This is an optimization exercise on Yosys and OpenROAD, whose aim is small area, a short achievable clock period and few clock cycles per item, not a production implementation.
At most, simulation tests tie the RTL to the original design; equivalence was not proved.

==> flow/design.v (excerpt) <==
module sha256_engine (
    input  wire         clk,
    input  wire         rst,
    input  wire         in_valid,
    output wire         in_ready,
    input  wire         in_first,
    input  wire [511:0] in_block,
    output reg          out_valid,
    output wire [255:0] out_digest
);
export LEC_CHECK = 0
export CAP_MARGIN = 20
export CORE_MARGIN = 2
export CORE_UTILIZATION = 65
export CTS_CLUSTER_DIAMETER = 80
export CTS_CLUSTER_SIZE = 25
export SLEW_MARGIN = 20
create_clock -name core_clock -period 10.0 [get_ports {clk}]
standard.sh (not shown) runs the stock make flow with config.mk's settings and CLKGATE_MAP_FILE= SYNTH_SCRIPT=/design/flow/synth_recipe.tcl, a recipe that flattens the netlist after the stock synthesis.
==> flow/flow/run.sh <==
#!/bin/bash
# Layout flow: the standard ORFS flow, with smaller port buffers and a
# tighter setup target for timing repair. Each make run logs to its own file.
set -euo pipefail
bash standard.sh synth > make_synth.log 2>&1
bash standard.sh \
    BUFFER_PORTS_ARGS="-buffer_cell sky130_fd_sc_hd__buf_1" \
    SETUP_SLACK_MARGIN=5 \
    finish > make_finish.log 2>&1
Testbench counts at the start, summed over its fixed seeds: cycles 50,384, blocks 787.
Then changed:
--- a/flow/flow/run.sh
+++ b/flow/flow/run.sh
@@ -8 +8 @@
-    SETUP_SLACK_MARGIN=5 \
+    SETUP_SLACK_MARGIN=6 \
CORE_UTILIZATION = 60   (was 65)
CTS_CLUSTER_DIAMETER = not set   (was 80)
CTS_CLUSTER_SIZE = 30   (was 25)
Result: The new run produced a layout that fails on capacitance limit, slew limit. Routed wire length came out higher by 7.5%. Global-route usage goes down by 1.8 points. Design area goes up by 16%.
Then changed:
--- a/flow/flow/run.sh
+++ b/flow/flow/run.sh
@@ -8 +8 @@
-    SETUP_SLACK_MARGIN=6 \
+    SETUP_SLACK_MARGIN=5 \
CORE_UTILIZATION = 65   (was 60)
CTS_BUF_LIST = sky130_fd_sc_hd__clkbuf_8   (was not set)
CTS_CLUSTER_SIZE = 40   (was 30)
=> The new run finished clean. Setup slack improves by 0.38 ns. Synthesized area stays the same. Cell area decreases by about 11%. Final cell count goes down by 4.3%. Utilization drops by 2.8 points. Synthesized cell count does not change. Die area falls by 7.6%. Wire length fell by 2.0%.
Then changed:
--- a/flow/flow/run.sh
+++ b/flow/flow/run.sh
@@ -8 +8 @@
-    SETUP_SLACK_MARGIN=5 \
+    SETUP_SLACK_MARGIN=4.6 \
CTS_BUF_LIST = not set   (was sky130_fd_sc_hd__clkbuf_8)
CTS_CLUSTER_DIAMETER = 80   (was not set)
CTS_CLUSTER_SIZE = 25   (was 40)
Outcome:
- The new run completed without violations
- via count went down by 4.5%
- maximum frequency shrinks by 4.5%
- routed wire length drops by 6.1%
- die area does not change
- cell area drops by 4.2%
- hold slack gains 0.011 ns
- first-iteration DRC count fell by 3.8%
- synthesized cell count is unchanged
- non-clock buffer count went down by 15


The RTL this note starts from:
==> flow/design.v <==
module sha256_engine (
    input  wire         clk,
    input  wire         rst,
    input  wire         in_valid,
    output wire         in_ready,
    input  wire         in_first,
    input  wire [511:0] in_block,
    output reg          out_valid,
    output wire [255:0] out_digest
);
    localparam [31:0] IV0 = 32'h6a09e667, IV1 = 32'hbb67ae85,
                      IV2 = 32'h3c6ef372, IV3 = 32'ha54ff53a,
                      IV4 = 32'h510e527f, IV5 = 32'h9b05688c,
                      IV6 = 32'h1f83d9ab, IV7 = 32'h5be0cd19;
    reg         busy;        
    reg         prep;        
    reg         pend;        
    reg         nf;          
    reg         cur_first;   
    reg  [5:0]  t;           
    reg  [31:0] r [1:16];    
    reg  [31:0] a, b, c, d, e, f, g, h;
    reg  [31:0] ha, hb, hc, hd, he, hf, hg, hh;    
    reg  [31:0] pa, pe;      
    reg         pr;          
    reg         is62;        
    reg         is63;        
    wire idle = ~busy & ~prep;
    assign in_ready   = idle | is62;
    assign out_digest = {ha, hb, hc, hd, he, hf, hg, hh};
    function [31:0] rotr;
        input [31:0] x;
        input integer n;
        rotr = (x >> n) | (x << (32 - n));
    endfunction
    wire [5:0] tk = idle ? 6'd0 : t + 6'd2;
    reg [31:0] k_n;
    reg [31:0] kreg;
    always @(*) begin
        case (tk)
            6'd0:  k_n = 32'h428a2f98; 6'd1:  k_n = 32'h71374491;
            6'd2:  k_n = 32'hb5c0fbcf; 6'd3:  k_n = 32'he9b5dba5;
            6'd4:  k_n = 32'h3956c25b; 6'd5:  k_n = 32'h59f111f1;
            6'd6:  k_n = 32'h923f82a4; 6'd7:  k_n = 32'hab1c5ed5;
            6'd8:  k_n = 32'hd807aa98; 6'd9:  k_n = 32'h12835b01;
            6'd10: k_n = 32'h243185be; 6'd11: k_n = 32'h550c7dc3;
            6'd12: k_n = 32'h72be5d74; 6'd13: k_n = 32'h80deb1fe;
            6'd14: k_n = 32'h9bdc06a7; 6'd15: k_n = 32'hc19bf174;
            6'd16: k_n = 32'he49b69c1; 6'd17: k_n = 32'hefbe4786;
            6'd18: k_n = 32'h0fc19dc6; 6'd19: k_n = 32'h240ca1cc;
            6'd20: k_n = 32'h2de92c6f; 6'd21: k_n = 32'h4a7484aa;
            6'd22: k_n = 32'h5cb0a9dc; 6'd23: k_n = 32'h76f988da;
            6'd24: k_n = 32'h983e5152; 6'd25: k_n = 32'ha831c66d;
            6'd26: k_n = 32'hb00327c8; 6'd27: k_n = 32'hbf597fc7;
            6'd28: k_n = 32'hc6e00bf3; 6'd29: k_n = 32'hd5a79147;
            6'd30: k_n = 32'h06ca6351; 6'd31: k_n = 32'h14292967;
            6'd32: k_n = 32'h27b70a85; 6'd33: k_n = 32'h2e1b2138;
            6'd34: k_n = 32'h4d2c6dfc; 6'd35: k_n = 32'h53380d13;
            6'd36: k_n = 32'h650a7354; 6'd37: k_n = 32'h766a0abb;
            6'd38: k_n = 32'h81c2c92e; 6'd39: k_n = 32'h92722c85;
            6'd40: k_n = 32'ha2bfe8a1; 6'd41: k_n = 32'ha81a664b;
            6'd42: k_n = 32'hc24b8b70; 6'd43: k_n = 32'hc76c51a3;
            6'd44: k_n = 32'hd192e819; 6'd45: k_n = 32'hd6990624;
            6'd46: k_n = 32'hf40e3585; 6'd47: k_n = 32'h106aa070;
            6'd48: k_n = 32'h19a4c116; 6'd49: k_n = 32'h1e376c08;
            6'd50: k_n = 32'h2748774c; 6'd51: k_n = 32'h34b0bcb5;
            6'd52: k_n = 32'h391c0cb3; 6'd53: k_n = 32'h4ed8aa4a;
            6'd54: k_n = 32'h5b9cca4f; 6'd55: k_n = 32'h682e6ff3;
            6'd56: k_n = 32'h748f82ee; 6'd57: k_n = 32'h78a5636f;
            6'd58: k_n = 32'h84c87814; 6'd59: k_n = 32'h8cc70208;
            6'd60: k_n = 32'h90befffa; 6'd61: k_n = 32'ha4506ceb;
            6'd62: k_n = 32'hbef9a3f7; default: k_n = 32'hc67178f2;
        endcase
    end
    wire [31:0] s0_w  = rotr(r[2], 7) ^ rotr(r[2], 18) ^ (r[2] >> 3);
    wire [31:0] s1_w  = rotr(r[15], 17) ^ rotr(r[15], 19) ^ (r[15] >> 10);
    wire [31:0] w_new = r[1] + s0_w + r[10] + s1_w;
    reg  [31:0] iv_a, iv_e;
    always @(*) begin
        case (t[1:0])
            2'd1:    begin iv_a = IV3; iv_e = IV7; end
            2'd2:    begin iv_a = IV2; iv_e = IV6; end
            default: begin iv_a = IV1; iv_e = IV5; end
        endcase
    end
    wire [31:0] sum_a = (cur_first ? iv_a : hd) + a;
    wire [31:0] sum_e = (cur_first ? iv_e : hh) + e;
    wire [31:0] h0    = busy ? hg : hh;                   
    wire [31:0] d0    = busy ? hc : hd;                   
    wire [31:0] hn    = ~pr ? g : (nf ? IV7 : h0);
    wire [31:0] dn    = ~pr ? c : (nf ? IV3 : d0);
    wire [31:0] xa    = is62 ? (cur_first ? IV0 : ha) : 32'd0;
    wire [31:0] xe    = is62 ? (cur_first ? IV4 : he) : 32'd0;
    wire [31:0] q_s   = hn ^ kreg ^ r[1];
    wire [31:0] q_c   = ((hn & kreg) | (hn & r[1]) | (kreg & r[1])) << 1;
    wire [31:0] qa_s  = q_s ^ q_c ^ xa;
    wire [31:0] qa_c  = ((q_s & q_c) | (q_s & xa) | (q_c & xa)) << 1;
    wire [31:0] qe_s  = q_s ^ q_c ^ dn;
    wire [31:0] qe_c  = ((q_s & q_c) | (q_s & dn) | (q_c & dn)) << 1;
    wire [31:0] qf_s  = qe_s ^ qe_c ^ xe;
    wire [31:0] qf_c  = ((qe_s & qe_c) | (qe_s & xe) | (qe_c & xe)) << 1;
    wire [31:0] pa_n  = qa_s + qa_c;
    wire [31:0] pe_n  = qf_s + qf_c;
    function [31:0] ksadd;
        input [31:0] x, y;
        reg [31:0] gg, pp, g2, p2;
        integer l, j;
        begin
            gg = x & y;
            pp = x ^ y;
            for (l = 1; l < 32; l = l * 2) begin
                g2 = gg; p2 = pp;
                for (j = l; j < 32; j = j + 1) begin
                    g2[j] = gg[j] | (pp[j] & gg[j-l]);
                    p2[j] = pp[j] & pp[j-l];
                end
                gg = g2; pp = p2;
            end
            ksadd = (x ^ y) ^ {gg[30:0], 1'b0};
        end
    endfunction
    wire [31:0] bs1 = rotr(e, 6) ^ rotr(e, 11) ^ rotr(e, 25);
    wire [31:0] ch  = (e & f) ^ (~e & g);
    wire [31:0] bs0 = rotr(a, 2) ^ rotr(a, 13) ^ rotr(a, 22);
    wire [31:0] maj = (a & b) | (a & c) | (b & c);
    wire [31:0] s1 = pa ^ ch ^ maj;
    wire [31:0] c1 = ((pa & ch) | (pa & maj) | (ch & maj)) << 1;
    wire [31:0] s2 = bs0 ^ bs1 ^ s1;
    wire [31:0] c2 = ((bs0 & bs1) | (bs0 & s1) | (bs1 & s1)) << 1;
    wire [31:0] s3 = c1 ^ s2 ^ c2;
    wire [31:0] c3 = ((c1 & s2) | (c1 & c2) | (s2 & c2)) << 1;
    wire [31:0] a_new = ksadd(s3, c3);
    wire [31:0] s4 = pe ^ ch ^ bs1;
    wire [31:0] c4 = ((pe & ch) | (pe & bs1) | (ch & bs1)) << 1;
    wire [31:0] e_new = ksadd(s4, c4);
    wire hrot   = busy & (t[5:2] == 4'hf) & (t[1:0] != 2'd0);   
    wire run    = busy & ~(is63 & pend & nf);   
    wire set_iv = nf & (prep | (is63 & pend));
    integer i;
    always @(posedge clk) begin
        if (rst) begin
            busy      <= 1'b0;
            prep      <= 1'b0;
            pend      <= 1'b0;
            out_valid <= 1'b0;
            t         <= 6'd63;
            pr        <= 1'b0;
            is62      <= 1'b0;
            is63      <= 1'b0;
        end else begin
            out_valid <= is63;
            pr        <= (idle & in_valid) | is62;
            is62      <= busy & (t == 6'd61) & ~is63;
            is63      <= is62;
            if (idle) begin
                t <= 6'd63;
                if (in_valid) begin
                    prep <= 1'b1;
                    nf   <= in_first;
                end
            end
            if (prep) begin
                prep      <= 1'b0;
                busy      <= 1'b1;
                cur_first <= nf;
                t         <= 6'd0;
            end
            if (busy) begin
                t <= t + 6'd1;
                if (is62 & in_valid) begin
                    pend <= 1'b1;
                    nf   <= in_first;
                end
                if (is63) begin
                    if (pend) begin
                        pend      <= 1'b0;
                        cur_first <= nf;
                    end else begin
                        busy <= 1'b0;
                        t    <= 6'd63;
                    end
                end
            end
        end
        for (i = 1; i < 16; i = i + 1)
            r[i] <= in_ready ? in_block[511-32*(i-1) -: 32] : r[i+1];
        r[16] <= in_ready ? in_block[31:0] : w_new;
        pa <= pa_n;
        kreg <= k_n;
        pe <= pe_n;
        if (run) begin
            a <= a_new;
            e <= e_new;
            if (is63) begin
                b <= sum_a; c <= hb; d <= hc;
                f <= sum_e; g <= hf; h <= hg;
            end else begin
                b <= a; c <= b; d <= c;
                f <= e; g <= f; h <= g;
            end
        end else if (set_iv) begin
            a <= IV0; b <= IV1; c <= IV2; d <= IV3;
            e <= IV4; f <= IV5; g <= IV6; h <= IV7;
        end
        if (hrot) begin
            hb <= sum_a; hc <= hb; hd <= hc;
            hf <= sum_e; hg <= hf; hh <= hg;
        end
        if (is63) begin
            ha <= a_new;
            he <= e_new;
        end
    end
endmodule
==> flow/config.mk <==
export PLATFORM = sky130hd
export DESIGN_NAME = sha256_engine
export DESIGN_NICKNAME = sha256_engine
export VERILOG_FILES = /design/flow/design.v
export SDC_FILE = /design/flow/constraint.sdc
export NUM_CORES = 4
export LEC_CHECK = 0
export CAP_MARGIN = 20
export CORE_MARGIN = 2
export CORE_UTILIZATION = 60
export SETUP_SLACK_MARGIN = 5
export SLEW_MARGIN = 20
==> flow/constraint.sdc <==
create_clock -name core_clock -period 10.0 [get_ports {clk}]
set_input_delay 2.0000 -clock core_clock [delete_from_list [all_inputs] [get_ports {clk}]]
set_output_delay 2.0000 -clock core_clock [all_outputs]
set_load 0.01 [all_outputs]
run.sh (not shown) runs the stock make flow with config.mk's settings and CLKGATE_MAP_FILE= SYNTH_SCRIPT=/design/flow/synth_recipe.tcl, a recipe that flattens the netlist after the stock synthesis.
Stock flow here: none of the scripts above is used.
The first run ran to the end with no violations.
Edit:
- CORE_UTILIZATION: 60 -> 40
- SETUP_SLACK_MARGIN: 5 -> unset
Register-to-register slack got worse by 1.2 ns.
Core utilization went down by 26 points.
Cell area decreases by 2.0%.
Routed wire length goes up by 6.6%.
No run of this note included a check of the RTL's function; only the layout flow was run.

afterwards: timing with drivers on the ports:
Ports are ideal in the flow. The routed layouts listed here were re-timed in OpenROAD.
Step 1 sets driving cells, clkbuf_16 on the clock port and buf_2 on the other inputs (assumed; they add their load-dependent delay and slew).
Step 2, shift: input delay + t, output delay - t, t = (earliest + latest rising clock arrival at the registers) / 2. This alone moves slack from input paths to output paths.
a / b / c = ideal / step 1 / step 2; a / b = the first two.
| run | t, ns | setup WS [ns] | worst hold slack (ns) | latest minus earliest clock arrival (ns) |
|---|---|---|---|---|
| the first run of note 1 | 0.799 | 4.963 / 4.963 / 4.963 | 0.376 / 0.376 / 0.376 | 0.075 / 0.076 |
| the second run of note 1 | 0.820 | 4.565 / 4.565 / 4.565 | 0.375 / 0.375 / 0.375 | 0.037 / 0.036 |
| the third run of note 1 | 0.964 | 4.948 / 4.948 / 4.870 | 0.365 / 0.365 / 0.365 | 0.054 / 0.054 |
| the fourth run of note 1 | 0.800 | 4.711 / 4.711 / 4.711 | 0.376 / 0.376 / 0.376 | 0.074 / 0.074 |
| the first run of note 2 | 0.804 | 4.712 / 4.712 / 4.712 | 0.394 / 0.394 / 0.394 | 0.057 / 0.056 |
| the second run of note 2 | 0.839 | 3.519 / 3.519 / 3.519 | 0.401 / 0.401 / 0.401 | 0.104 / 0.104 |
The setup slack of the third run of note 1, which loses most, moves by 0.000 ns with the drivers and by -0.078 ns with both steps.
